This design comes from an exercise in tuning for small area, a short achievable clock period and few clock cycles on the open sky130 flow, not from production work. Where RTL was checked, it was by simulation tests only, not by an equivalence proof against the original. For run 4, only the layout was checked, not whether the RTL still works.

<file path="flow/run.sh">
#!/bin/bash
# synth_recipe.tcl (not shown) runs the flow's synth.tcl, then flattens the netlist and writes it again
# the make line also repeats each setting of config.mk as NAME=value (left out here)
make -C /OpenROAD-flow-scripts/flow DESIGN_CONFIG=/design/flow/config.mk WORK_HOME=/design/flow/orfs CLKGATE_MAP_FILE= SYNTH_SCRIPT=/design/flow/synth_recipe.tcl finish
</file>
<file path="flow/config.mk">
export PLATFORM = sky130hd
export DESIGN_NAME = cmd_rx_check
export DESIGN_NICKNAME = cmd_rx_check
export VERILOG_FILES = /design/flow/design.v
export SDC_FILE = /design/flow/constraint.sdc
export NUM_CORES = 4
export LEC_CHECK = 0
export ABC_CLOCK_PERIOD_IN_PS = 3000
export CAP_MARGIN = 20
export CORE_MARGIN = 2
export CORE_UTILIZATION = 40
export PLACE_DENSITY = 0.6
export SLEW_MARGIN = 20
</file>
<file path="flow/constraint.sdc">
create_clock -name core_clock -period 11.0 [get_ports {clk}]
set_input_delay 2.2000 -clock core_clock [delete_from_list [all_inputs] [get_ports {clk}]]
set_output_delay 2.2000 -clock core_clock [all_outputs]
set_load 0.01 [all_outputs]
</file>
<file path="flow/design.v">
module cmd_rx_check (
    input  wire         clk,
    input  wire         rst,           
    input  wire         in_valid,
    output wire         in_ready,
    input  wire [63:0]  in_data,
    input  wire         in_last,
    input  wire [3:0]   in_nbytes,     
    output reg          out_valid,
    output wire [2:0]   out_kind,
    output wire [7:0]   out_status,
    output wire [127:0] out_hdr
);
    localparam [2:0] K_ACCEPT     = 3'd0;
    localparam [2:0] K_RETRANSMIT = 3'd1;
    localparam [2:0] K_REPLY      = 3'd2;
    localparam [2:0] K_EVENT      = 3'd3;
    localparam [2:0] K_DISCARD    = 3'd4;
    localparam [2:0] K_DROP       = 3'd5;
    assign in_ready = 1'b1;
    function [31:0] residue(input [3:0] n);
        case (n)
            4'd1:    residue = 32'h552E4907;
            4'd2:    residue = 32'h1C220F94;
            4'd3:    residue = 32'h441A975C;
            4'd4:    residue = 32'h73D74D75;
            4'd5:    residue = 32'h44C19592;
            4'd6:    residue = 32'hA8D58375;
            4'd7:    residue = 32'hBA8D89CA;
            default: residue = 32'hB798B438;
        endcase
    endfunction
    reg         r_v;
    reg         r_last;
    reg [3:0]   r_n;
    reg [63:0]  r_d;
    integer k;
    reg [63:0] in_mask;
    always @(*) begin
        for (k = 0; k < 8; k = k + 1)
            in_mask[8*k +: 8] = (!in_last || k < in_nbytes) ? 8'hFF : 8'h00;
    end
    always @(posedge clk) begin
        if (rst)
            r_v <= 1'b0;
        else
            r_v <= in_valid;
    end
    always @(posedge clk) begin
        r_last <= in_last;
        r_n    <= in_nbytes;
        r_d    <= in_data & in_mask;
    end
    reg [31:0]  crc;           
    reg [9:0]   bidx;          
    reg [127:0] hdr;           
    wire [31:0] crc_next;
    crc32c_x64 u_crc (.u(r_d ^ {32'd0, crc}), .c(crc_next));
    wire b0 = (bidx == 10'd0);
    wire b1 = (bidx == 10'd1);
    always @(posedge clk) begin
        if (rst) begin
            crc  <= 32'hFFFFFFFF;
            bidx <= 10'd0;
        end else if (r_v) begin
            if (r_last) begin
                crc  <= 32'hFFFFFFFF;
                bidx <= 10'd0;
            end else begin
                crc  <= crc_next;
                if (!(bidx[9] && bidx[1]))
                    bidx <= bidx + 10'd1;
            end
        end
    end
    always @(posedge clk) begin
        if (r_v && b0)
            hdr[63:0] <= r_d;
        if (r_v && (b0 || b1))
            hdr[127:64] <= b1 ? r_d : 64'd0;
    end
    wire [7:0]  h_version = hdr[7:0];
    wire [15:0] h_seq     = hdr[31:16];
    wire [15:0] h_length  = hdr[47:32];
    wire [7:0]  h_flags   = hdr[55:48];
    wire        h_posted  = h_flags[1];
    wire        crc_ok  = (crc_next == residue(r_n));
    wire [15:0] len19   = h_length + 16'd19;       
    wire [2:0]  nm1     = r_n[2:0] - 3'd1;
    wire        len_ok  = (h_length <= 16'd4080) &&
                          ({6'd0, bidx} == {3'd0, len19[15:3]}) &&
                          (nm1 == len19[2:0]);
    wire        short   = (bidx < 10'd2) || (bidx == 10'd2 && r_n < 4'd4);
    wire        long    = bidx[9] && (bidx[1] || bidx[0] || r_n > 4'd4);
    wire        drop    = short || long;
    wire        bad     = !(crc_ok && len_ok);
    wire        badver  = (h_version != 8'h02);
    reg         have_expected;
    reg [15:0]  expected;
    reg [5:0]   count;         
    reg [31:0]  posted_tab;    
    wire [15:0] back       = expected - h_seq;
    wire        seq_exp    = !have_expected || (back == 16'd0);
    wire        in_history = (back[15:6] == 10'd0) && (back[5:0] <= count);
    wire        hist_post  = posted_tab[h_seq[4:0]];
    reg [2:0] v_kind;
    reg       v_st1, v_st0, v_st3;    
    reg       v_reply;                
    reg [2:0] kind;
    reg       st1, st0, st3, reply;
    always @(*) begin
        st1 = 1'b0; st0 = 1'b0; st3 = 1'b0; reply = 1'b0;
        if (drop) begin
            kind = K_DROP;
        end else if (bad) begin
            kind = K_REPLY; st1 = 1'b1; reply = 1'b1;
        end else if (badver) begin
            kind = K_REPLY; st1 = 1'b1; st0 = 1'b1; reply = 1'b1;
        end else if (seq_exp) begin
            kind = K_ACCEPT;
        end else if (in_history) begin
            kind = hist_post ? K_DISCARD : K_RETRANSMIT;
        end else begin
            kind = h_posted ? K_EVENT : K_REPLY; st3 = 1'b1; reply = 1'b1;
        end
    end
    always @(posedge clk) begin
        if (rst)
            out_valid <= 1'b0;
        else
            out_valid <= r_v && r_last;
    end
    always @(posedge clk) begin
        v_kind  <= kind;
        v_st1   <= st1;
        v_st0   <= st0;
        v_st3   <= st3;
        v_reply <= reply;
    end
    wire accept = out_valid && (v_kind == K_ACCEPT);
    always @(posedge clk) begin
        if (rst) begin
            have_expected <= 1'b0;
            expected      <= 16'd0;
            count         <= 6'd0;
        end else if (accept) begin
            have_expected <= 1'b1;
            expected      <= h_seq + 16'd1;
            if (!count[5])
                count <= count + 6'd1;
        end
    end
    always @(posedge clk) begin
        if (accept)
            posted_tab[h_seq[4:0]] <= h_posted;
    end
    wire [7:0] status = {4'd0, v_st3, 1'b0, v_st1, v_st0};
    assign out_kind   = v_kind;
    assign out_status = status;
    wire [7:0] flags_out = v_reply ? ((h_flags & 8'b0000_1101) | 8'b0100_0000)
                                   : h_flags;
    assign out_hdr[7:0]    = v_reply ? 8'h02 : h_version;
    assign out_hdr[31:8]   = hdr[31:8];
    assign out_hdr[47:32]  = v_reply ? 16'd0 : h_length;
    assign out_hdr[55:48]  = flags_out;
    assign out_hdr[63:56]  = v_reply ? status : hdr[63:56];
    assign out_hdr[95:64]  = hdr[95:64];
    assign out_hdr[127:96] = v_st3 ? {16'd0, expected} : hdr[127:96];
endmodule
module crc32c_x64 (
    input  wire [63:0] u,
    output wire [31:0] c
);
    wire t64 = u[32] ^ u[55];
    wire t65 = u[18] ^ u[38];
    wire t66 = u[12] ^ u[13];
    wire t67 = u[11] ^ u[47];
    wire t68 = u[33] ^ u[52];
    wire t69 = u[34] ^ u[57];
    wire t70 = u[23] ^ u[29];
    wire t71 = u[53] ^ u[54];
    wire t72 = u[14] ^ u[63];
    wire t73 = u[15] ^ u[27];
    wire t74 = u[31] ^ u[50];
    wire t75 = u[30] ^ u[49];
    wire t76 = u[1] ^ u[59];
    wire t77 = u[36] ^ u[45];
    wire t78 = u[42] ^ u[58];
    wire t79 = u[37] ^ u[46];
    wire t80 = u[24] ^ u[43];
    wire t81 = u[16] ^ u[28];
    wire t82 = u[39] ^ u[48];
    wire t83 = u[25] ^ u[44];
    wire t84 = u[0] ^ u[62];
    wire t85 = u[26] ^ t64;
    wire t86 = u[3] ^ u[61];
    wire t87 = u[2] ^ u[60];
    wire t88 = u[22] ^ u[35];
    wire t89 = u[21] ^ u[41];
    wire t90 = u[7] ^ u[40];
    wire t91 = u[4] ^ t73;
    wire t92 = t65 ^ t67;
    wire t93 = u[17] ^ u[56];
    wire t94 = u[6] ^ u[51];
    wire t95 = u[5] ^ u[10];
    wire t96 = t68 ^ t75;
    wire t97 = u[19] ^ u[20];
    wire t98 = u[8] ^ t80;
    wire t99 = u[9] ^ t83;
    wire t100 = t72 ^ t74;
    wire t101 = t66 ^ t71;
    wire t102 = u[35] ^ t77;
    wire t103 = t79 ^ t89;
    wire t104 = t78 ^ t86;
    wire t105 = t81 ^ t95;
    wire t106 = u[58] ^ t84;
    wire t107 = t70 ^ t76;
    wire t108 = t70 ^ t94;
    wire t109 = u[55] ^ t69;
    wire t110 = t82 ^ t93;
    wire t111 = t87 ^ t90;
    wire t112 = t88 ^ t92;
    wire t113 = t85 ^ t91;
    wire t114 = u[12] ^ u[63];
    wire t115 = u[61] ^ t65;
    wire t116 = u[60] ^ t99;
    wire t117 = u[14] ^ t98;
    wire t118 = u[13] ^ t105;
    wire t119 = u[51] ^ t103;
    wire t120 = u[0] ^ u[42];
    wire t121 = u[25] ^ u[46];
    wire t122 = u[38] ^ u[41];
    wire t123 = u[22] ^ u[36];
    wire t124 = u[17] ^ u[59];
    wire t125 = u[10] ^ u[31];
    wire t126 = u[24] ^ u[39];
    wire t127 = u[44] ^ u[53];
    wire t128 = u[30] ^ u[45];
    wire t129 = u[33] ^ u[47];
    wire t130 = u[18] ^ u[62];
    wire t131 = u[21] ^ u[51];
    wire t132 = u[54] ^ u[57];
    wire t133 = t77 ^ t97;
    wire t134 = u[4] ^ t66;
    wire t135 = u[34] ^ t68;
    wire t136 = t82 ^ t84;
    wire t137 = u[40] ^ t69;
    wire t138 = u[16] ^ t76;
    wire t139 = u[41] ^ t79;
    wire t140 = u[23] ^ t88;
    wire t141 = t75 ^ t97;
    wire t142 = u[15] ^ t111;
    wire t143 = t101 ^ t108;
    wire t144 = t87 ^ t104;
    wire t145 = t71 ^ t96;
    wire t146 = u[43] ^ t109;
    wire t147 = t78 ^ t100;
    wire t148 = u[56] ^ t101;
    wire t149 = u[1] ^ t85;
    wire t150 = u[9] ^ t113;
    wire t151 = u[18] ^ u[30];
    wire t152 = u[29] ^ u[55];
    wire t153 = u[7] ^ u[15];
    wire t154 = u[14] ^ u[37];
    wire t155 = u[20] ^ u[50];
    wire t156 = u[31] ^ u[37];
    wire t157 = u[28] ^ u[48];
    wire t158 = u[26] ^ u[54];
    wire t159 = u[3] ^ u[8];
    wire t160 = u[11] ^ u[61];
    wire t161 = u[27] ^ u[59];
    wire t162 = u[0] ^ u[12];
    wire t163 = u[10] ^ u[40];
    wire t164 = u[17] ^ u[49];
    wire t165 = t71 ^ t74;
    wire t166 = t72 ^ t94;
    wire t167 = t80 ^ t89;
    wire t168 = t68 ^ t87;
    wire t169 = t81 ^ t114;
    wire t170 = t64 ^ t123;
    wire t171 = u[5] ^ t67;
    wire t172 = t80 ^ t151;
    wire t173 = u[22] ^ t114;
    wire t174 = t79 ^ t131;
    wire t175 = u[11] ^ t93;
    wire t176 = u[2] ^ t90;
    wire t177 = u[57] ^ t67;
    wire t178 = t76 ^ t163;
    wire t179 = u[16] ^ t73;
    wire t180 = t69 ^ t86;
    wire t181 = u[56] ^ t125;
    wire t182 = u[20] ^ t65;
    wire t183 = u[13] ^ t83;
    wire t184 = u[32] ^ t91;
    wire t185 = t99 ^ t106;
    wire t186 = t85 ^ t139;
    wire t187 = t102 ^ t178;
    wire t188 = u[60] ^ t104;
    wire t189 = t120 ^ t171;
    wire t190 = t100 ^ t108;
    wire t191 = t96 ^ t140;
    wire t192 = t132 ^ t134;
    wire t193 = t92 ^ t156;
    wire t194 = u[36] ^ t136;
    wire t195 = t110 ^ t154;
    wire t196 = t69 ^ t102;
    wire t197 = t92 ^ t103;
    wire t198 = t77 ^ t106;
    wire t199 = u[8] ^ t100;
    wire t200 = t102 ^ t115;
    wire t201 = u[19] ^ t109;
    wire t202 = u[38] ^ t98;
    wire t203 = t107 ^ t141;
    wire t204 = t96 ^ t130;
    wire t205 = t147 ^ t152;
    wire t206 = u[29] ^ t118;
    wire t207 = t116 ^ t122;
    wire t208 = t129 ^ t148;
    wire t209 = u[6] ^ t112;
    wire t210 = t107 ^ t146;
    wire t211 = t138 ^ t144;
    wire t212 = t117 ^ t176;
    wire t213 = t119 ^ t184;
    wire t214 = t118 ^ t190;
    wire t215 = t111 ^ t149;
    wire t216 = t116 ^ t135;
    wire t217 = t112 ^ t164;
    wire t218 = t150 ^ t174;
    wire o0_0 = u[0] ^ u[19];
    wire o0_1 = u[58] ^ o0_0;
    wire o0_2 = t123 ^ t161;
    wire o0_3 = o0_1 ^ o0_2;
    wire o0_4 = t110 ^ t168;
    wire o0_5 = o0_3 ^ o0_4;
    wire o0_6 = t146 ^ t197;
    wire o0_7 = o0_5 ^ o0_6;
    wire o0_8 = t206 ^ o0_7;
    assign c[0] = o0_8;
    wire o1_0 = u[28] ^ t127;
    wire o1_1 = t162 ^ o1_0;
    wire o1_2 = t137 ^ o1_1;
    wire o1_3 = t188 ^ t195;
    wire o1_4 = t203 ^ o1_2;
    wire o1_5 = o1_3 ^ t209;
    wire o1_6 = o1_4 ^ o1_5;
    assign c[1] = o1_6;
    wire o2_0 = t74 ^ t82;
    wire o2_1 = o2_0 ^ t106;
    wire o2_2 = t167 ^ o2_1;
    wire o2_3 = t142 ^ t192;
    wire o2_4 = t200 ^ t203;
    wire o2_5 = o2_2 ^ o2_3;
    wire o2_6 = o2_4 ^ o2_5;
    assign c[2] = o2_6;
    wire o3_0 = u[40] ^ u[5];
    wire o3_1 = u[62] ^ o3_0;
    wire o3_2 = t126 ^ o3_1;
    wire o3_3 = t141 ^ t170;
    wire o3_4 = t183 ^ o3_2;
    wire o3_5 = o3_3 ^ t119;
    wire o3_6 = t199 ^ o3_4;
    wire o3_7 = o3_5 ^ t211;
    wire o3_8 = o3_6 ^ o3_7;
    assign c[3] = o3_8;
    wire o4_0 = u[11] ^ t121;
    wire o4_1 = t130 ^ t82;
    wire o4_2 = o4_0 ^ o4_1;
    wire o4_3 = t104 ^ t133;
    wire o4_4 = t137 ^ o4_2;
    wire o4_5 = o4_3 ^ o4_4;
    wire o4_6 = t150 ^ t214;
    wire o4_7 = o4_5 ^ o4_6;
    assign c[4] = o4_7;
    wire o5_0 = u[24] ^ t69;
    wire o5_1 = t75 ^ t88;
    wire o5_2 = o5_0 ^ o5_1;
    wire o5_3 = t134 ^ t166;
    wire o5_4 = t182 ^ t85;
    wire o5_5 = o5_2 ^ o5_3;
    wire o5_6 = o5_4 ^ t142;
    wire o5_7 = t194 ^ o5_5;
    wire o5_8 = o5_6 ^ o5_7;
    assign c[5] = o5_8;
    wire o6_0 = u[10] ^ t121;
    wire o6_1 = t157 ^ t86;
    wire o6_2 = o6_0 ^ o6_1;
    wire o6_3 = o6_2 ^ t142;
    wire o6_4 = t199 ^ o6_3;
    wire o6_5 = t210 ^ t217;
    wire o6_6 = o6_4 ^ o6_5;
    assign c[6] = o6_6;
    wire o7_0 = u[28] ^ u[44];
    wire o7_1 = u[50] ^ u[62];
    wire o7_2 = o7_0 ^ o7_1;
    wire o7_3 = t124 ^ t66;
    wire o7_4 = t95 ^ o7_2;
    wire o7_5 = o7_3 ^ t180;
    wire o7_6 = o7_4 ^ o7_5;
    wire o7_7 = t191 ^ t202;
    wire o7_8 = o7_6 ^ o7_7;
    wire o7_9 = o7_8 ^ t218;
    assign c[7] = o7_9;
    wire o8_0 = u[27] ^ u[4];
    wire o8_1 = u[53] ^ u[56];
    wire o8_2 = o8_0 ^ o8_1;
    wire o8_3 = t126 ^ o8_2;
    wire o8_4 = o8_3 ^ t112;
    wire o8_5 = t198 ^ o8_4;
    wire o8_6 = t214 ^ t216;
    wire o8_7 = o8_5 ^ o8_6;
    assign c[8] = o8_7;
    wire o9_0 = u[25] ^ u[58];
    wire o9_1 = o9_0 ^ t128;
    wire o9_2 = o9_1 ^ t115;
    wire o9_3 = t140 ^ t166;
    wire o9_4 = t167 ^ t179;
    wire o9_5 = o9_2 ^ o9_3;
    wire o9_6 = o9_4 ^ o9_5;
    wire o9_7 = t208 ^ t215;
    wire o9_8 = o9_6 ^ o9_7;
    assign c[9] = o9_8;
    wire o10_0 = u[21] ^ t153;
    wire o10_1 = t158 ^ t70;
    wire o10_2 = t83 ^ t84;
    wire o10_3 = t95 ^ o10_0;
    wire o10_4 = o10_1 ^ o10_2;
    wire o10_5 = o10_3 ^ o10_4;
    wire o10_6 = t117 ^ t188;
    wire o10_7 = t193 ^ o10_5;
    wire o10_8 = o10_6 ^ o10_7;
    assign c[10] = o10_8;
    wire o11_0 = u[19] ^ u[6];
    wire o11_1 = o11_0 ^ t128;
    wire o11_2 = t160 ^ o11_1;
    wire o11_3 = t136 ^ t138;
    wire o11_4 = t173 ^ t99;
    wire o11_5 = o11_2 ^ o11_3;
    wire o11_6 = o11_4 ^ t113;
    wire o11_7 = t202 ^ o11_5;
    wire o11_8 = o11_6 ^ o11_7;
    assign c[11] = o11_8;
    wire o12_0 = u[26] ^ u[48];
    wire o12_1 = u[49] ^ u[52];
    wire o12_2 = o12_0 ^ o12_1;
    wire o12_3 = t89 ^ t90;
    wire o12_4 = o12_2 ^ o12_3;
    wire o12_5 = t133 ^ t173;
    wire o12_6 = o12_4 ^ o12_5;
    wire o12_7 = t185 ^ t193;
    wire o12_8 = o12_6 ^ o12_7;
    wire o12_9 = t210 ^ o12_8;
    assign c[12] = o12_9;
    wire o13_0 = u[17] ^ u[18];
    wire o13_1 = o13_0 ^ t127;
    wire o13_2 = t155 ^ t70;
    wire o13_3 = o13_1 ^ o13_2;
    wire o13_4 = t169 ^ t96;
    wire o13_5 = t98 ^ o13_3;
    wire o13_6 = o13_4 ^ t149;
    wire o13_7 = t189 ^ t196;
    wire o13_8 = o13_5 ^ o13_6;
    wire o13_9 = o13_7 ^ o13_8;
    assign c[13] = o13_9;
    wire o14_0 = u[52] ^ u[55];
    wire o14_1 = o14_0 ^ t126;
    wire o14_2 = t128 ^ t162;
    wire o14_3 = t76 ^ t88;
    wire o14_4 = t94 ^ o14_1;
    wire o14_5 = o14_2 ^ o14_3;
    wire o14_6 = t105 ^ t165;
    wire o14_7 = t177 ^ o14_4;
    wire o14_8 = o14_5 ^ o14_6;
    wire o14_9 = o14_7 ^ o14_8;
    wire o14_10 = t207 ^ o14_9;
    assign c[14] = o14_10;
    wire o15_0 = u[52] ^ t121;
    wire o15_1 = t125 ^ t160;
    wire o15_2 = t77 ^ t78;
    wire o15_3 = o15_0 ^ o15_1;
    wire o15_4 = o15_2 ^ t110;
    wire o15_5 = o15_3 ^ o15_4;
    wire o15_6 = t143 ^ o15_5;
    wire o15_7 = t215 ^ o15_6;
    assign c[15] = o15_7;
    wire o16_0 = t161 ^ t86;
    wire o16_1 = o16_0 ^ t177;
    wire o16_2 = o16_1 ^ t148;
    wire o16_3 = t186 ^ t204;
    wire o16_4 = o16_2 ^ o16_3;
    wire o16_5 = t212 ^ o16_4;
    assign c[16] = o16_5;
    wire o17_0 = u[62] ^ t157;
    wire o17_1 = t159 ^ o17_0;
    wire o17_2 = t91 ^ o17_1;
    wire o17_3 = t147 ^ t201;
    wire o17_4 = o17_2 ^ o17_3;
    wire o17_5 = t207 ^ t208;
    wire o17_6 = o17_4 ^ o17_5;
    assign c[17] = o17_6;
    wire o18_0 = u[61] ^ u[9];
    wire o18_1 = o18_0 ^ t120;
    wire o18_2 = t158 ^ t72;
    wire o18_3 = o18_1 ^ o18_2;
    wire o18_4 = t133 ^ t168;
    wire o18_5 = o18_3 ^ o18_4;
    wire o18_6 = o18_5 ^ t213;
    wire o18_7 = t217 ^ o18_6;
    assign c[18] = o18_7;
    wire o19_0 = u[15] ^ u[41];
    wire o19_1 = u[53] ^ u[57];
    wire o19_2 = o19_0 ^ o19_1;
    wire o19_3 = t155 ^ t66;
    wire o19_4 = t84 ^ o19_2;
    wire o19_5 = o19_3 ^ t107;
    wire o19_6 = t175 ^ o19_4;
    wire o19_7 = o19_5 ^ t144;
    wire o19_8 = o19_6 ^ o19_7;
    assign c[19] = o19_8;
    wire o20_0 = t131 ^ t72;
    wire o20_1 = t84 ^ o20_0;
    wire o20_2 = t172 ^ o20_1;
    wire o20_3 = t192 ^ o20_2;
    wire o20_4 = t211 ^ o20_3;
    assign c[20] = o20_4;
    wire o21_0 = u[1] ^ u[29];
    wire o21_1 = u[33] ^ o21_0;
    wire o21_2 = t72 ^ t81;
    wire o21_3 = t83 ^ o21_1;
    wire o21_4 = o21_2 ^ t180;
    wire o21_5 = t181 ^ t91;
    wire o21_6 = o21_3 ^ o21_4;
    wire o21_7 = o21_5 ^ t194;
    wire o21_8 = t197 ^ o21_6;
    wire o21_9 = o21_7 ^ o21_8;
    assign c[21] = o21_9;
    wire o22_0 = u[42] ^ u[43];
    wire o22_1 = u[46] ^ u[56];
    wire o22_2 = u[60] ^ u[63];
    wire o22_3 = o22_0 ^ o22_1;
    wire o22_4 = o22_2 ^ t66;
    wire o22_5 = t89 ^ o22_3;
    wire o22_6 = o22_4 ^ o22_5;
    wire o22_7 = t113 ^ t187;
    wire o22_8 = t204 ^ o22_6;
    wire o22_9 = o22_7 ^ o22_8;
    assign c[22] = o22_9;
    wire o23_0 = u[10] ^ u[21];
    wire o23_1 = u[52] ^ o23_0;
    wire o23_2 = t124 ^ t127;
    wire o23_3 = t82 ^ o23_1;
    wire o23_4 = o23_2 ^ t115;
    wire o23_5 = o23_3 ^ o23_4;
    wire o23_6 = o23_5 ^ t205;
    assign c[23] = o23_6;
    wire o24_0 = u[17] ^ u[2];
    wire o24_1 = u[38] ^ u[47];
    wire o24_2 = u[48] ^ o24_0;
    wire o24_3 = o24_1 ^ t64;
    wire o24_4 = t73 ^ o24_2;
    wire o24_5 = o24_3 ^ t137;
    wire o24_6 = o24_4 ^ o24_5;
    wire o24_7 = t119 ^ t145;
    wire o24_8 = t198 ^ o24_6;
    wire o24_9 = o24_7 ^ t206;
    wire o24_10 = o24_8 ^ o24_9;
    assign c[24] = o24_10;
    wire o25_0 = u[34] ^ u[3];
    wire o25_1 = o25_0 ^ t76;
    wire o25_2 = t81 ^ o25_1;
    wire o25_3 = t110 ^ t139;
    wire o25_4 = o25_2 ^ o25_3;
    wire o25_5 = t145 ^ o25_4;
    wire o25_6 = t205 ^ t209;
    wire o25_7 = o25_5 ^ o25_6;
    assign c[25] = o25_7;
    wire o26_0 = u[11] ^ t74;
    wire o26_1 = t78 ^ t90;
    wire o26_2 = o26_0 ^ o26_1;
    wire o26_3 = t101 ^ t105;
    wire o26_4 = o26_2 ^ o26_3;
    wire o26_5 = t191 ^ o26_4;
    wire o26_6 = t213 ^ o26_5;
    assign c[26] = o26_6;
    wire o27_0 = t122 ^ t124;
    wire o27_1 = t74 ^ t81;
    wire o27_2 = o27_0 ^ o27_1;
    wire o27_3 = t135 ^ t170;
    wire o27_4 = o27_2 ^ o27_3;
    wire o27_5 = t117 ^ t143;
    wire o27_6 = t189 ^ o27_4;
    wire o27_7 = o27_5 ^ o27_6;
    assign c[27] = o27_7;
    wire o28_0 = u[1] ^ u[35];
    wire o28_1 = u[42] ^ o28_0;
    wire o28_2 = t153 ^ t64;
    wire o28_3 = o28_1 ^ o28_2;
    wire o28_4 = t172 ^ o28_3;
    wire o28_5 = t143 ^ t195;
    wire o28_6 = o28_4 ^ o28_5;
    wire o28_7 = t216 ^ o28_6;
    assign c[28] = o28_7;
    wire o29_0 = u[15] ^ u[16];
    wire o29_1 = u[26] ^ o29_0;
    wire o29_2 = o29_1 ^ t181;
    wire o29_3 = t183 ^ o29_2;
    wire o29_4 = t145 ^ t200;
    wire o29_5 = t201 ^ o29_3;
    wire o29_6 = o29_4 ^ t212;
    wire o29_7 = o29_5 ^ o29_6;
    assign c[29] = o29_7;
    wire o30_0 = u[14] ^ u[39];
    wire o30_1 = o30_0 ^ t159;
    wire o30_2 = t97 ^ o30_1;
    wire o30_3 = t165 ^ t175;
    wire o30_4 = t179 ^ o30_2;
    wire o30_5 = o30_3 ^ t185;
    wire o30_6 = t186 ^ t196;
    wire o30_7 = o30_4 ^ o30_5;
    wire o30_8 = o30_6 ^ o30_7;
    assign c[30] = o30_8;
    wire o31_0 = t129 ^ t132;
    wire o31_1 = t78 ^ t93;
    wire o31_2 = o31_0 ^ o31_1;
    wire o31_3 = t169 ^ t182;
    wire o31_4 = o31_2 ^ o31_3;
    wire o31_5 = t187 ^ o31_4;
    wire o31_6 = o31_5 ^ t218;
    assign c[31] = o31_6;
endmodule
</file>
==> results of run 1 <==
-- cell families (layout without fill, tap and decap cells) --
kind of cell	count (synthesis)	after routing	synth area share, %
simple gates	534	534	14.2
xor+xnor	475	475	29.8
buf+inv	194	331	5.01
flops	302	302	38.7
other cells	2	7	0.0380
mux	49	49	3.29
fa+ha+maj	37	37	2.38
compound gates	192	192	6.57
-- final timing paths --
kind                              start         to  slack (ns)  cells past startpoint
worst min register to register  r_d[20]    hdr[20]        0.49                      0
worst max register to register  r_d[57]  v_kind[0]        6.14                     10
worst max-delay path            r_d[57]  v_kind[0]        6.14                     10
worst min-delay path            r_d[20]    hdr[20]        0.49                      0
-- cells in the final DEF, fill, tap and decap left out, types with 35 or more instances in the layout --
| cell | synthesis | final |
|---|---|---|
| nor2b_1 | 81 | 81 |
| clkdlybuf4s50_1 | 0 | 206 |
| nand2_1 | 118 | 118 |
| ha_1 | 36 | 35 |
| xnor2_1 | 262 | 262 |
| clkbuf_16 | 0 | 35 |
| and3_1 | 71 | 70 |
| nor2_1 | 105 | 104 |
| xor2_1 | 84 | 84 |
| xnor3_1 | 86 | 86 |
| o21ai_0 | 61 | 61 |
| edfxtp_1 | 160 | 160 |
| and2_1 | 43 | 43 |
| inv_1 | 39 | 39 |
| dfxtp_1 | 142 | 140 |
-- per-stage QoR --
stage / setup WS (ns) / instances
detailed placement: 6.30 / 2526
floorplan: 3.22 / 1789
global route: 6.07 / 2590
global placement: 6.36 / 2526
CTS: 6.28 / 2590
finish: 6.14 / 2591
-- worst max-delay path: stages, from the launching register on --
cell and delay, ns:
dfxtp_1 0.76, xnor3_2 0.50, xnor2_1 0.40, xnor3_1 0.58
xnor3_1 0.41, xnor2_1 0.36, or3b_1 0.39, a21o_1 0.21
a2111oi_4 0.54, nand4_2 0.23, o41ai_1 0.36
-- registers in the layout, indices dropped and copies added, names as in the netlist --
| name | cells |
|---|---|
| out_valid | 1 |
| r_v | 1 |
| r_d | 64 |
| expected | 16 |
| r_n | 4 |
| have_expected | 1 |
| v_st0 | 1 |
| bidx | 10 |
| crc | 32 |
| v_kind | 2 |
| r_last | 1 |
| v_reply | 1 |
| count | 6 |
| v_st3 | 1 |
| hdr | 128 |
| posted_tab | 32 |
| v_st1 | 1 |
-- Yosys cell counts, drive strengths merged (4+ instances only) --
library cell    n
or4             8
mux2           28
nor2          105
mux2i          11
edfxtp        160
xor2           92
a22o           25
mux4           10
o211ai          4
xor3           22
nand3          13
xnor3          93
a21o           13
a21oi          29
clkbuf         75
ha             36
xnor2         268
nor4           14
nand2         118
or2             8
and2           43
buf            79
nand4          17
nor2b          81
o21a            5
a211oi         19
nor3           23
nand2b          9
inv            39
nand3b          6
or3             6
and4            4
and3           72
dfxtp         142
o21ai          61
-- per-layer routing --
layer,vias up,global-route usage (%)
met5,-,0
met4,0,9.85
met3,102,4.38
met2,556,42.1
met1,6885,36.1
li1,6337,-
-- area by class of cell --
cell class	count	area [sq um]
timing repair buffer	227	2220
clock inverter	15	168
inverter	40	150
sequential	302	7650
multi-input combinational	1293	11200
tap	664	831
antenna	1	2.50
clock buffer	49	958
fill	4511	25700
==> impl_metrics.ini, run 1 <==
[run_status]
status = timing/DRC/antenna clean

[grt]
antenna_found_initial = 3
track_usage_pct = 26.4
grt_pass1_wl_um = 95800
grt_pass1_vias = 13502
grt_max_degree = 69
gr-total-overflow = 0

[worst_setup_path]
crit_type = flip-flop to flip-flop
worstPathArrival_ns = 5.29
path_max_fanout = 10
endpoint_kind = flip-flop
cp.required_ns = 11.43
start_kind = flip-flop

[synthesis]
synth_area_leaders = edfxtp_1, dfxtp_1, xnor2_1
synth_area_sq_um = 19800
yosys_warnings = 1
ys_ff_latch = 302
synth_top_cell_area_share_pct = 24.3
async_flop_share_pct = 0
syn_area_per_cell_sq_um = 11.1
synth.distinct_cells = 78
yosys_most_used_dff = edfxtp_1
synth_enable_flop_cells = 160
yosysSeqAreaShare_pct = 38.7
synthCells = 1785
yosys.area.top_type = edfxtp_1

[sta]
fin_worst_skew_ns = 0.0218
drv_slew = 0
slew-limit-headroom_pct = 27.5
tns_ns = 0
worst_pin_slew_ns = 1.08
finalCriticalPeriod_ns = 4.86
rsz0062_at_grt = false
holdWs_ns = 0.489
fin_crit_sh_pct = 44.2
finalSetupViolations = 0
finalHoldViolCount = 0
fmax_ghz = 0.206

[hold_path]
min_path_type = flip-flop to flip-flop

[clock_network]
cts.reportedPaths.clkPinSlew_ns = 0.06
clockBufferDepth = 3
cts_hold_buffers = 0
cts_root_buf = clkbuf_16
cts_tree = done
htree_levels = 2
post_cts_buffers = 0
clkLatencyLatePin_ns = 0.56
cts_made_buffers = 35
cts_resized = 0
cts.sinks = 302

[detailed_routing]
route.top_layer_used = met4
drt-initial-drc-count = 1250
wl_um = 67900
post_drt_via_cell_ratio = 5.36
routedWlPerCell_um = 26.2
dr_total_vias = 13880
met3_wirelength_um = 4580
wl_met2_um = 31300
met1Wirelength_um = 29400
postRouteAntennaNets = 0
drtPass1Iterations = 5
drc_errors = 0

[placed_design]
placed_area_sq_um = 22100
place.gp.congestion = 1.00
dp_hpwl_um = 52300
portBuffers = 206

[final_layout]
syn_to_final_growth_pct = 17.3
final_area_sq_um = 23200
drive_gt1_share_pct = 8.20
post-route-util_pct = 47.5
final_nets = 2008

[die]
die_w_um = 226
fp.dieH_um = 226
dieArea_sq_um = 51200
io_pins = 213
initial_core_util_pct = 40.5
core-area_sq_um = 48800
std_cell_rows = 81

[run]
drv_cap = 0
Testbench counts, summed over its fixed seeds: cycles 87,206.
==> run 2: changes to the inputs <==
--- a/flow/config.mk
+++ b/flow/config.mk
@@ -5,7 +5,6 @@
 export SDC_FILE = /design/flow/constraint.sdc
 export NUM_CORES = 4
 export LEC_CHECK = 0
-export ABC_CLOCK_PERIOD_IN_PS = 3000
 export CAP_MARGIN = 20
 export CORE_MARGIN = 2
 export CORE_UTILIZATION = 40
==> impl_metrics.ini, run 2 <==
[detailed_routing]
drc_errors = 0
drtPass1Iterations = 5
dr_total_vias = 13880
drt-initial-drc-count = 1250
wl_um = 67900
routedWlPerCell_um = 26.2
postRouteAntennaNets = 0
post_drt_via_cell_ratio = 5.36

[placed_design]
place.gp.congestion = 1.00
pre_cts_slack_ns = 6.30
dp_hpwl_um = 52300
portBuffers = 206
placed_area_sq_um = 22100

[synthesis]
yosysSeqAreaShare_pct = 38.7
ys_top_cells_by_count = xnor2_1, edfxtp_1, dfxtp_1, nand2_1, nor2_1
synth_top_cell_area_share_pct = 24.3
yosys_warnings = 1
syn_area_per_cell_sq_um = 11.1
synth.distinct_cells = 78
yosys.area.top_type = edfxtp_1
yosys_most_used_dff = edfxtp_1
synth_area_leaders = edfxtp_1, dfxtp_1, xnor2_1
synthMostInstantiatedCell = xnor2_1
synth_enable_flop_cells = 160
synth_area_sq_um = 19800
ys_ff_latch = 302
synthCells = 1785
async_flop_share_pct = 0

[clock_network]
clkLatencyLatePin_ns = 0.56
cts.sinks = 302
cts.reportedPaths.clkPinSlew_ns = 0.06
post_cts_buffers = 0
clockBufferDepth = 3
cts_made_buffers = 35
cts_hold_buffers = 0
cts_root_buf = clkbuf_16
cts_resized = 0
cts_tree = done
htree_levels = 2

[die]
initial_core_util_pct = 40.5
dieArea_sq_um = 51200
core-area_sq_um = 48800
std_cell_rows = 81
io_pins = 213
die_w_um = 226
fp.dieH_um = 226

[run_status]
status = timing/DRC/antenna clean

[grt]
grt_pass1_vias = 13502
grt_pass1_wl_um = 95800
track_usage_pct = 26.4
antenna_found_initial = 3
gr-total-overflow = 0
grt_max_degree = 69

[sta]
tns_ns = 0
postLayoutSetupSlackWorst_ns = 6.14
finalCriticalPeriod_ns = 4.86
fmax_ghz = 0.206
slew-limit-headroom_pct = 27.5
finalSetupViolations = 0
worst_pin_slew_ns = 1.08
fin_crit_sh_pct = 44.2
drv_slew = 0
fin_worst_skew_ns = 0.0218
rsz0062_at_grt = false
finalHoldViolCount = 0

[final_layout]
largest_reg_flops = 128
final_area_sq_um = 23200
drive_gt1_share_pct = 8.20
final_nets = 2008
ff_latch_area_sq_um = 7650
fillers = 4511
layout_commonest_cell = xnor2_1
largest-register = hdr
syn_to_final_growth_pct = 17.3
multi_input_area_sq_um = 11200
final_cell_mix = xnor2_1, clkdlybuf4s50_1, edfxtp_1, dfxtp_1, nand2_1
reg.largest.list = hdr x128, r_d x64

[worst_setup_path]
path_max_fanout = 10
worstPathArrival_ns = 5.29
crit_type = flip-flop to flip-flop
r2r-end = v_kind[0]
r2r_cells = 10
endpoint_kind = flip-flop
cp.required_ns = 11.43
start_kind = flip-flop
r2r-start = r_d[57]
r2r_slack_ns = 6.14

[hold_path]
whs_endpoint = hdr[20]
min_path_type = flip-flop to flip-flop
min_path_cells = 0
hp-start = r_d[20]

[run]
drv_cap = 0
==> run 2: cell counts in the layout (fill, tap and decap cells not counted) <==
No cell type changed its count.
==> run 2: metrics by stage <==
| step | hold WS [ns] | cells | utilization (%) |
|---|---|---|---|
| 5_1_grt | 0.498 | 2590 | 47.5 |
| 2_1_floorplan | 0.403 | 1789 | - |
| 3_3_place_gp | 0.461 | 2526 | 45.1 |
| 4_1_cts | 0.485 | 2590 | 47.5 |
| 3_5_place_dp | 0.472 | 2526 | 45.2 |
| 6_report | 0.489 | 2591 | 47.5 |
==> run 2: final cells by class <==
| cell class | instances | share of cell area (%) |
|---|---|---|
| Antenna cell | 1 | 0.0108 |
| Clock buffer | 49 | 4.13 |
| Clock inverter | 15 | 0.723 |
| Inverter | 40 | 0.647 |
| Multi-Input combinational cell | 1293 | 48.3 |
| Sequential cell | 302 | 33.0 |
| Tap cell | 664 | 3.58 |
| Timing Repair Buffer | 227 | 9.57 |
==> run 2: cells by family after synthesis <==
kind of cell	after synthesis	synth area share, %
fa+ha+maj	37	2.38
compound gates	192	6.57
mux	49	3.29
xor+xnor	475	29.8
other cells	2	0.0380
simple gates	534	14.2
flops	302	38.7
buf+inv	194	5.01
==> run 2: metal layers <==
metal,vias to the layer above,GRT usage (%),wire [um]
met4,0,9.85,2600
li1,6337,-,-
met1,6885,36.1,29400
met5,-,0,0
met2,556,42.1,31300
met3,102,4.38,4580
==> run 2: critical path: stages (launching register included) <==
cell       delay (ns)
dfxtp_1          0.76
xnor3_2          0.50
xnor2_1          0.40
xnor3_1          0.58
xnor3_1          0.41
xnor2_1          0.36
or3b_1           0.39
a21o_1           0.21
a2111oi_4        0.54
nand4_2          0.23
o41ai_1          0.36
==> run 2: worst max path at each step <==
stage / startpoint / endpoint / slack (ns) / cells past startpoint
floorplan: bidx[7] / hdr[100] / 3.22 / 3
global placement: r_d[57] / v_kind[2] / 6.36 / 10
detailed placement: r_d[57] / v_kind[0] / 6.30 / 10
CTS: r_d[57] / v_kind[0] / 6.28 / 10
global route: r_d[57] / v_kind[0] / 6.07 / 10
finish: r_d[57] / v_kind[0] / 6.14 / 10
==> run 3: changes to the inputs <==
==> flow/flow/run.sh (new file) <==
#!/bin/bash
# Standard synthesis and layout; the only change is that repair_timing aims
# for SETUP_SLACK_MARGIN ns of setup slack at the design's own clock period
# (the SDC is unchanged), so that the achieved period is pushed lower.
set -euo pipefail
MARGIN=$(cat flow/margin.txt)
bash standard.sh synth > synth.log 2>&1
bash standard.sh SETUP_SLACK_MARGIN=$MARGIN finish > layout.log 2>&1
==> flow/flow/margin.txt (new file) <==
7
==> flow/standard.sh (new file) <==
#!/bin/bash
# synth_recipe.tcl (not shown) runs the flow's synth.tcl, then flattens the netlist and writes it again
# the make line also repeats each setting of config.mk as NAME=value (left out here)
make -C /OpenROAD-flow-scripts/flow DESIGN_CONFIG=/design/flow/config.mk WORK_HOME=/design/flow/orfs CLKGATE_MAP_FILE= SYNTH_SCRIPT=/design/flow/synth_recipe.tcl "${@:-finish}"
removed: flow/run.sh
==> impl_metrics.ini, run 3 <==
[placed_design]
placed_cells = 2525
portBuffers = 206
dp_hpwl_um = 52500
place.gp.congestion = 1.08
placed_area_sq_um = 22100

[sta]
slew-limit-headroom_pct = 35.2
fmax_ghz = 0.247
tns_ns = 0
finalCriticalPeriod_ns = 4.05
rsz0062_at_grt = true
worst_pin_slew_ns = 0.972
finalHoldViolCount = 0
drv_slew = 0
finalSetupViolations = 0
fin_crit_sh_pct = 36.8
fin_worst_skew_ns = 0.0139

[worst_setup_path]
r2r-end = v_kind[2]
path_max_fanout = 14
r2r-start = crc[16]
r2r_cells = 12
start_kind = flip-flop
startpoint = v_st3
worstPathArrival_ns = 1.85
endpoint_kind = output port
r2r_slack_ns = 7.05
cp.required_ns = 8.80
crit_end = out_hdr[114]
crit_type = flip-flop to output port

[final_layout]
syn_to_final_growth_pct = 23.7
layout_commonest_cell = xnor2_1
drive_gt1_share_pct = 17.3
post-route-util_pct = 50.1
largest-register = hdr
fillers = 4425
final_nets = 2067
reg.largest.list = hdr x128, r_d x64
final_area_sq_um = 24500
largest_reg_flops = 128
final_cell_mix = xnor2_1, edfxtp_1, clkdlybuf4s50_1, nand2_1, dfxtp_1
finalNonFillerCells = 2651

[synthesis]
async_flop_share_pct = 0
synth_top_cell_area_share_pct = 24.3
synth.distinct_cells = 78
yosys.area.top_type = edfxtp_1
ys_top_cells_by_count = xnor2_1, edfxtp_1, dfxtp_1, nand2_1, nor2_1
synth_enable_flop_cells = 160
synthMostInstantiatedCell = xnor2_1
ys_ff_latch = 302
yosysSeqAreaShare_pct = 38.7
synth_area_leaders = edfxtp_1, dfxtp_1, xnor2_1
synth_area_sq_um = 19800
syn_area_per_cell_sq_um = 11.1
yosys_warnings = 1
synthCells = 1785
yosys_most_used_dff = edfxtp_1

[clock_network]
clockBufferDepth = 3
cts_made_buffers = 36
cts_tree = done
cts.reportedPaths.clkPinSlew_ns = 0.06
cts_root_buf = clkbuf_16
cts_hold_buffers = 0
htree_levels = 2
cts.sinks = 302
clkLatencyLatePin_ns = 0.55

[detailed_routing]
postRouteAntennaNets = 0
drc_errors = 0
dr_total_vias = 14251
routedWlPerCell_um = 26.5
post_drt_via_cell_ratio = 5.38
wl_um = 70200
drt-initial-drc-count = 1551
drtPass1Iterations = 7

[die]
fp.dieH_um = 226
initial_core_util_pct = 40.5
die_w_um = 226
std_cell_rows = 81
core-area_sq_um = 48800
dieArea_sq_um = 51200
io_pins = 213

[grt]
grt_pass1_vias = 13898
grt_max_degree = 69
antenna_found_initial = 4
track_usage_pct = 27.3
grt_pass1_wl_um = 98400
gr-total-overflow = 0

[hold_path]
min_path_type = flip-flop to flip-flop

[run_status]
status = timing/DRC/antenna clean

[run]
drv_cap = 0
run 3: cell counts after synthesis:
No cell type changed its count.
run 3: layer usage:
metal	up-vias	track usage (%)	share of wire [%]	wire length (um)
met5	-	0	0.016	11
met4	2	13.0	4.9	3430
met3	128	5.55	7.5	5270
met2	589	42.3	45	32000
met1	7074	36.5	42	29600
li1	6458	-	-	-
run 3: metrics by stage:
stage               setup WS (ns)  hold slack [ns]
floorplan                    7.26            0.403
global placement             6.22            0.457
detailed placement           6.13            0.475
CTS                          6.85            0.498
global route                 6.88            0.525
finish                       6.95            0.506
run 3: how the worst min path moves through the flow:
stage | from | endpoint | slack, ns | depth (start not counted)
after floorplan | r_d[36] | hdr[36] | 0.40 | 0
after global placement | r_d[10] | hdr[10] | 0.46 | 0
after detailed placement | r_d[13] | hdr[13] | 0.48 | 0
after CTS | crc[9] | crc[9] | 0.50 | 2
after global routing | r_d[10] | hdr[10] | 0.52 | 0
final | r_d[10] | hdr[10] | 0.51 | 0
run 3: cell families (layout without fill, tap and decap cells):
| logic type | after synthesis | count (layout) | synth area share (%) |
|---|---|---|---|
| other cells | 2 | 7 | 0.0380 |
| compound gates | 192 | 192 | 6.57 |
| simple gates | 534 | 534 | 14.2 |
| buf+inv | 194 | 391 | 5.01 |
| fa+ha+maj | 37 | 37 | 2.38 |
| xor+xnor | 475 | 475 | 29.8 |
| mux | 49 | 49 | 3.29 |
| flops | 302 | 302 | 38.7 |
run 3: area by class of cell:
| cell class | count | area, sq um | share of cell area [%] |
|---|---|---|---|
| Antenna cell | 1 | 2.50 | 0.0102 |
| Clock buffer | 43 | 958 | 3.92 |
| Clock inverter | 23 | 269 | 1.10 |
| Inverter | 40 | 150 | 0.614 |
| Multi-Input combinational cell | 1293 | 11800 | 48.3 |
| Sequential cell | 302 | 7720 | 31.6 |
| Tap cell | 664 | 831 | 3.40 |
| Timing Repair Buffer | 285 | 2700 | 11.0 |
run 3: repair_timing:
action / in CTS / in global routing
buffers inserted: 28 / 29
endpoints found under the setup margin: 77 / 26
gates resized for setup: 139 / 86
gates cloned: 1 / 0
pin swaps: 11 / 22
run 3: worst max-delay path, stage by stage (launching register included):
cell and delay (ns):
dfxtp_4 0.37, buf_12 0.13, buf_16 0.14, nor2b_1 0.12, clkdlybuf4s50_1 0.56
==> run 4: changes to the inputs <==
--- a/flow/design.v
+++ b/flow/design.v
@@ -93,7 +93,6 @@
     wire        short   = (bidx < 10'd2) || (bidx == 10'd2 && r_n < 4'd4);
     wire        long    = bidx[9] && (bidx[1] || bidx[0] || r_n > 4'd4);
     wire        drop    = short || long;
-    wire        bad     = !(crc_ok && len_ok);
     wire        badver  = (h_version != 8'h02);
     reg         have_expected;
     reg [15:0]  expected;
@@ -106,24 +105,27 @@
     reg [2:0] v_kind;
     reg       v_st1, v_st0, v_st3;    
     reg       v_reply;                
-    reg [2:0] kind;
-    reg       st1, st0, st3, reply;
+    reg [2:0] kind_g;                 
+    reg       st1_g, st0_g, st3_g, reply_g;
     always @(*) begin
-        st1 = 1'b0; st0 = 1'b0; st3 = 1'b0; reply = 1'b0;
+        st1_g = 1'b0; st0_g = 1'b0; st3_g = 1'b0; reply_g = 1'b0;
         if (drop) begin
-            kind = K_DROP;
-        end else if (bad) begin
-            kind = K_REPLY; st1 = 1'b1; reply = 1'b1;
+            kind_g = K_DROP;
+        end else if (!len_ok) begin
+            kind_g = K_REPLY; st1_g = 1'b1; reply_g = 1'b1;
         end else if (badver) begin
-            kind = K_REPLY; st1 = 1'b1; st0 = 1'b1; reply = 1'b1;
+            kind_g = K_REPLY; st1_g = 1'b1; st0_g = 1'b1; reply_g = 1'b1;
         end else if (seq_exp) begin
-            kind = K_ACCEPT;
+            kind_g = K_ACCEPT;
         end else if (in_history) begin
-            kind = hist_post ? K_DISCARD : K_RETRANSMIT;
+            kind_g = hist_post ? K_DISCARD : K_RETRANSMIT;
         end else begin
-            kind = h_posted ? K_EVENT : K_REPLY; st3 = 1'b1; reply = 1'b1;
+            kind_g = h_posted ? K_EVENT : K_REPLY; st3_g = 1'b1; reply_g = 1'b1;
         end
     end
+    wire [2:0] kind_b  = drop ? K_DROP : K_REPLY;
+    wire       st1_b   = !drop;
+    wire       reply_b = !drop;
     always @(posedge clk) begin
         if (rst)
             out_valid <= 1'b0;
@@ -131,11 +133,11 @@
             out_valid <= r_v && r_last;
     end
     always @(posedge clk) begin
-        v_kind  <= kind;
-        v_st1   <= st1;
-        v_st0   <= st0;
-        v_st3   <= st3;
-        v_reply <= reply;
+        v_kind  <= crc_ok ? kind_g  : kind_b;
+        v_st1   <= crc_ok ? st1_g   : st1_b;
+        v_st0   <= crc_ok && st0_g;
+        v_st3   <= crc_ok && st3_g;
+        v_reply <= crc_ok ? reply_g : reply_b;
     end
     wire accept = out_valid && (v_kind == K_ACCEPT);
     always @(posedge clk) begin
==> flow/run.sh (new file) <==
#!/bin/bash
# synth_recipe.tcl (not shown) runs the flow's synth.tcl, then flattens the netlist and writes it again
# the make line also repeats each setting of config.mk as NAME=value (left out here)
make -C /OpenROAD-flow-scripts/flow DESIGN_CONFIG=/design/flow/config.mk WORK_HOME=/design/flow/orfs CLKGATE_MAP_FILE= SYNTH_SCRIPT=/design/flow/synth_recipe.tcl finish
removed: flow/flow/run.sh
removed: flow/flow/margin.txt
removed: flow/standard.sh
==> impl_metrics.ini, run 4 <==
[run_status]
status = timing/DRC/antenna clean

[final_layout]
final_nets = 1966
fillers = 4494
largest_reg_flops = 128
final_cell_mix = xnor2_1, clkdlybuf4s50_1, edfxtp_1, dfxtp_1, nand2_1
drive_gt1_share_pct = 8.44
reg.largest.list = hdr x128, r_d x64
layout_commonest_cell = xnor2_1
finalNonFillerCells = 2549
largest-register = hdr
syn_to_final_growth_pct = 17.6

[synthesis]
synthCells = 1731
ys_ff_latch = 303
synth_area_leaders = edfxtp_1, dfxtp_1, xnor3_1
ys_top_cells_by_count = xnor2_1, edfxtp_1, dfxtp_1, nand2_1, nor2_1
synth.distinct_cells = 73
yosysSeqAreaShare_pct = 39.0
synthMostInstantiatedCell = xnor2_1
yosys_warnings = 1
synth_top_cell_area_share_pct = 24.4
yosys_most_used_dff = edfxtp_1
yosys.area.top_type = edfxtp_1
synth_enable_flop_cells = 160
synth_area_sq_um = 19700
async_flop_share_pct = 0
syn_area_per_cell_sq_um = 11.4

[detailed_routing]
drc_errors = 0
routedWlPerCell_um = 26.0
post_drt_via_cell_ratio = 5.29
postRouteAntennaNets = 0
dr_total_vias = 13488
drt-initial-drc-count = 1171
drtPass1Iterations = 5
wl_um = 66300

[sta]
tns_ns = 0
rsz0062_at_grt = false
finalCriticalPeriod_ns = 4.89
fin_worst_skew_ns = 0.0285
finalHoldViolCount = 0
slew-limit-headroom_pct = 23.2
finalSetupViolations = 0
fin_crit_sh_pct = 44.4
holdWs_ns = 0.477
fmax_ghz = 0.205
worst_pin_slew_ns = 1.14
drv_slew = 0

[grt]
gr-total-overflow = 0
track_usage_pct = 26.0
grt_pass1_wl_um = 93500
grt_max_degree = 67
antenna_found_initial = 3
grt_pass1_vias = 13139

[worst_setup_path]
path_cells = xor3_2, xor2_2, xnor3_1, xnor2_1, xnor3_1, nor2_1, nand4_1, or4_4, a2111oi_4, and2b_1, and4b_1, nand2b_1
r2r-end = v_kind[2]
endpoint_kind = flip-flop
crit_top_cell = xnor3_1
slowest_stage = dfxtp_1
cp_top_family = XOR/XNOR gates
start_kind = flip-flop
crit_type = flip-flop to flip-flop
r2r_cells = 12
worstPathArrival_ns = 5.36
cp.buffers_inverters = 0
cp.required_ns = 11.48
r2r_slack_ns = 6.11
r2r-start = r_d[60]
max_stage_delay_ns = 0.77
path_max_fanout = 7

[run]
drv_cap = 0

[die]
die_w_um = 226
io_pins = 213
dieArea_sq_um = 51000
std_cell_rows = 81
initial_core_util_pct = 40.4
core-area_sq_um = 48700
fp.dieH_um = 226

[clock_network]
clkLatencyLatePin_ns = 0.55
cts_resized = 0
htree_levels = 2
cts.reportedPaths.clkPinSlew_ns = 0.06
post_cts_buffers = 0
cts.sinks = 303
cts_root_buf = clkbuf_16
clockBufferDepth = 3
cts_tree = done
cts_hold_buffers = 0
cts_made_buffers = 36

[placed_design]
portBuffers = 206
placed_cells = 2483
place.gp.congestion = 1.01
dp_hpwl_um = 51100

[hold_path]
hp-start = r_d[10]
whs_endpoint = hdr[10]
min_path_cells = 0
min_path_type = flip-flop to flip-flop
## run 4: worst max-delay path by stage
stage	start	to	slack, ns	cells past startpoint
floorplan	bidx[6]	hdr[100]	6.47	6
global placement	r_d[44]	v_kind[2]	6.25	12
detailed placement	r_d[60]	v_kind[2]	6.32	12
CTS	v_st3	out_hdr[96]	6.15	3
global route	v_st3	out_hdr[99]	6.06	3
finish	r_d[60]	v_kind[2]	6.11	12
## run 4: cell type report
class | count | area, sq um | area share, %
diodes | 2 | 5.00 | 0.0216
clock buffers | 49 | 991 | 4.28
clock inverters | 15 | 154 | 0.665
inverters | 38 | 143 | 0.617
multi-input cells | 1251 | 11100 | 48.1
flip-flops and latches | 303 | 7670 | 33.2
well taps | 664 | 831 | 3.59
repair buffers | 227 | 2220 | 9.59
## run 4: cell families (layout without fill, tap and decap cells)
group	after synthesis	count (layout)	share of synthesized area [%]
buf+inv	181	329	4.80
xor+xnor	463	463	30.7
flops	303	303	39.0
fa+ha+maj	37	37	2.39
simple gates	503	503	13.4
mux	52	52	3.47
compound gates	190	190	6.25
other cells	2	8	0.0382
## run 4: stage by stage
stage	cell area (sq um)	setup WS (ns)	utilization, %
floorplan	19700	6.47	-
global placement	22000	6.25	45.1
detailed placement	22000	6.32	45.1
CTS	23100	6.15	47.4
global route	23100	6.06	47.4
finish	23100	6.11	47.5
## run 4: routing by layer
| layer | share of wire, % | wire length [um] | vias up | global-route usage (%) |
|---|---|---|---|---|
| met5 | 0.020 | 13 | - | 0 |
| met4 | 4.6 | 3070 | 2 | 11.6 |
| met3 | 6.9 | 4570 | 113 | 5.01 |
| met2 | 46 | 30500 | 507 | 41.0 |
| met1 | 42 | 28100 | 6669 | 34.7 |
| li1 | - | - | 6197 | - |

==> port drivers added, routing unchanged <==
The flow's constraints put no driver on any port. The routed layouts listed below were extracted and timed again, unchanged, in two steps.
Step 1 sets driving cells, clkbuf_16 on the clock port and buf_2 on the other inputs (assumed; they add their load-dependent delay and slew).
Step 2 times the ports against the registers' clock, not the clock port: input delays grow and output delays shrink by t, the midpoint of the rising clock arrivals with the driver on.
Three values: ideal ports, drivers, drivers and shift; two values: the first two.
| run | t, ns | setup slack, ns | worst slew at a driven data input, ns |
|---|---|---|---|
| run 1 | 0.606 | 6.140 / 6.140 / 6.140 | 0.05 |
| run 2 | 0.606 | 6.140 / 6.140 / 6.140 | 0.05 |
| run 3 | 0.593 | 6.949 / 6.895 / 6.726 | 0.05 |
| run 4 | 0.597 | 6.111 / 6.110 / 6.111 | 0.08 |
After both steps every run listed still meets setup and hold. The setup slack of run 3, which loses most, moves by -0.054 ns with the drivers and by -0.223 ns with both steps.
